Source: an optimization exercise on an open RTL-to-GDS flow (aim: small area, a short achievable clock period and few clock cycles). Production flows keep margins and buffers that such runs may drop.
The RTL was checked by simulation tests, not by an equivalence proof against the original design.
No activity file was given, so power comes from the tool's default toggle rates.

==> flow/design.v (excerpt) <==
module lens_array (
    input  wire         clk,
    input  wire         rst,
    input  wire         s_valid,
    output wire         s_ready,
    input  wire [63:0]  s_key,       
    input  wire [4:0]   s_klen,      
    input  wire [3:0]   s_first,     
    input  wire [3:0]   s_last,      
    input  wire [3:0]   s_ver,       
    input  wire [3:0]   s_oldest,    
    input  wire [19:0]  s_miss,      
    output reg          r_valid,
    output reg          r_hit,
    output reg  [19:0]  r_ptr,
    output reg  [3:0]   r_row,
    output reg  [15:0]  r_prio,
    input  wire         w_valid,
    output wire         w_ready,
    input  wire [1:0]   w_op,        
    input  wire [3:0]   w_row,
    input  wire [3:0]   w_staged,    
    input  wire [255:0] w_cells,     
    input  wire [15:0]  w_prio,
    input  wire [17:0]  w_result,
    input  wire [3:0]   w_birth,
    input  wire [3:0]   w_death,
    input  wire         w_born,
    input  wire         w_dying,
    output reg          wr_valid,
    output reg  [2:0]   wr_code      
);
    localparam ROWS  = 16;
    localparam CELLS = 16;
    localparam PW    = 290;          
    localparam PSTEP = 4;            
    localparam OP_WRITE  = 2'd0;
    localparam OP_DEATH  = 2'd1;
    localparam OP_REVIVE = 2'd2;
    localparam OP_CLEAR  = 2'd3;
    localparam RC_DONE     = 3'd0;
    localparam RC_OCCUPIED = 3'd1;
    localparam RC_FORMAT   = 3'd2;
    localparam RC_VERSION  = 3'd3;
    localparam RC_STATE    = 3'd4;
    reg [3:0] ph;
    always @(posedge clk) begin
        if (rst) ph <= 4'd0;
        else     ph <= ph + 4'd1;
    end
  ...
==> flow/config.mk <==
export PLATFORM = sky130hd
export DESIGN_NAME = lens_array
export DESIGN_NICKNAME = lens_array
export VERILOG_FILES = /design/flow/design.v
export SDC_FILE = /design/flow/constraint.sdc
export NUM_CORES = 4
export LEC_CHECK = 0
export CAP_MARGIN = 20
export CORE_MARGIN = 2
export CORE_UTILIZATION = 60
export CTS_CLUSTER_DIAMETER = 100
export CTS_CLUSTER_SIZE = 30
export SLEW_MARGIN = 20
==> flow/constraint.sdc <==
create_clock -name core_clock -period 55.0 [get_ports {clk}]
set_input_delay 11.0000 -clock core_clock [delete_from_list [all_inputs] [get_ports {clk}]]
set_output_delay 11.0000 -clock core_clock [all_outputs]
set_load 0.01 [all_outputs]
standard.sh (not shown) runs the stock make flow with config.mk's settings and CLKGATE_MAP_FILE= SYNTH_SCRIPT=/design/flow/synth_recipe.tcl, a recipe that flattens the netlist after the stock synthesis.
==> flow/flow/run.sh <==
#!/bin/bash
# The standard ORFS layout, with three changes to how it is made:
#  - synthesis is the standard script, except that ABC maps the logic with
#    flow/abc_area_nf.script (an area-oriented &nf mapping) and adders and
#    comparators are left to ABC instead of being mapped to half/full adder
#    cells; registers are mapped by the same dfflibmap step as before, so
#    they are unchanged;
#  - ports are buffered with buf_2 instead of the default delay buffer;
#  - repair_timing keeps a wide setup margin, so that it sizes paths for a
#    short achieved period (the clock stays at the design's period).
# Each tool's full output stays in orfs/logs/; make's own output goes to
# flow_make.log here.
set -euo pipefail
W=$PWD
# synthesis core: ORFS's synth.tcl with the ABC script swapped
sed 's#^source $::env(SCRIPTS_DIR)/synth_preamble.tcl$#&\nset abc_args [lreplace $abc_args 1 1 '"$W"'/flow/abc_area_nf.script]#' \
    "$FLOW_HOME/scripts/synth.tcl" > "$W/flow_synth_core.tcl"
grep -q abc_area_nf "$W/flow_synth_core.tcl"
sed 's#source $::env(SCRIPTS_DIR)/synth.tcl#source '"$W"'/flow_synth_core.tcl#' \
    "$W/synth_recipe.tcl" > "$W/flow_synth.tcl"
grep -q flow_synth_core "$W/flow_synth.tcl"
bash standard.sh SYNTH_SCRIPT="$W/flow_synth.tcl" \
    BUFFER_PORTS_ARGS="-buffer_cell sky130_fd_sc_hd__buf_2" \
    ADDER_MAP_FILE= SETUP_SLACK_MARGIN=43 finish > "$W/flow_make.log" 2>&1
==> flow/flow/abc_area_nf.script <==
&get -n
&st
&dch -f
&nf -R 1000
&put
&get -n
&st
&dch -f
&nf -R 1000
&put
topo
The baseline produced a layout that fails on max-capacitance violations, max-slew violations.
Testbench counts at the start, summed over its fixed seeds: cycles 16,375.
Next try:
--- a/flow/design.v
+++ b/flow/design.v
@@ -53,13 +53,12 @@
     reg [63:0]  sk;
     reg [4:0]   skl;
     reg [3:0]   sf, sl, sver, sold;
     reg [19:0]  smiss;
     reg         wbusy;       
     reg         wrdy;        
-    reg         wtake;       
     reg         wv;          
     reg [1:0]   wop;
     reg [3:0]   wrow, wstg;
     reg [PW-1:0] wpay;
     reg [3:0]   wbir, wdea;
     reg         wbn, wdy;
@@ -72,14 +71,14 @@
         sver <= s_ver; sold <= s_oldest; smiss <= s_miss;
     end
     always @(posedge clk) begin
         wv <= w_fire & ~rst;
         wop <= w_op; wstg <= w_staged;
         wbir <= w_birth; wdea <= w_death; wbn <= w_born; wdy <= w_dying;
-        wrow <= ({4{wtake}} & w_row) | ({4{wbusy}} & wrow);
-        wpay <= ({PW{wtake}} & {w_result, w_prio, w_cells}) | ({PW{wbusy}} & wpay);
+        wrow <= ({4{wrdy}} & w_row) | ({4{wbusy}} & wrow);
+        wpay <= ({PW{wrdy}} & {w_result, w_prio, w_cells}) | ({PW{wbusy}} & wpay);
     end
     integer r;
     reg [ROWS-1:0]   valid, dying, born;
     reg [4*ROWS-1:0] birth, death;       
     reg [2:0] w_code;
     always @(*) begin
@@ -175,14 +174,12 @@
             wbusy <= busy_nx;
             wrdy  <= ~busy_nx;
             psel  <= psel_nx;
             pkeep <= ~psel_nx;
         end
     end
-    always @(posedge clk)
-        wtake <= ~(busy_nx & ~rst);
     reg [PW-1:0] ring [0:ROWS-1];
     integer k;
     always @(posedge clk) begin
         for (k = 0; k < ROWS; k = k + 1) begin
             if (k % PSTEP == 0)
                 ring[k] <= ({PW{psel[k/PSTEP]}} & wpay) |
The changed run finished clean.
Final cell count came out lower by about 0.54%.
Setup slack gets worse by 0.17 ns.
Global-route usage came out higher by 0.40 points.
Total power barely changes.
Area after synthesis hardly moves.
Worst hold slack gets worse by 0.0052 ns.
Testbench counts after the change, summed over its fixed seeds: cycles 16,375.

-- separate check: timing with driven ports --
In the flow no input, the clock included, has a driving cell. The finished layouts below were timed again as built, in two steps. Step 1 assumes that a clkbuf_16 drives the clock port and a buf_2 every other input. Step 2, shift: input delay + t, output delay - t, t = (earliest + latest rising clock arrival at the registers) / 2. This alone moves slack from input paths to output paths. Slacks: no drivers / after step 1 / after step 2; pairs: no drivers / after step 1.
run | t, ns | setup slack, ns | slew at the worst register clock pin (ns)
the first run | 1.027 | 42.591 / 42.486 / 41.941 | 0.12 / 0.12
the second run | 1.050 | 42.419 / 42.305 / 41.996 | 0.12 / 0.12
For the first run, which loses most, drivers alone change the setup slack by -0.105 ns; drivers and shift together by -0.650 ns.
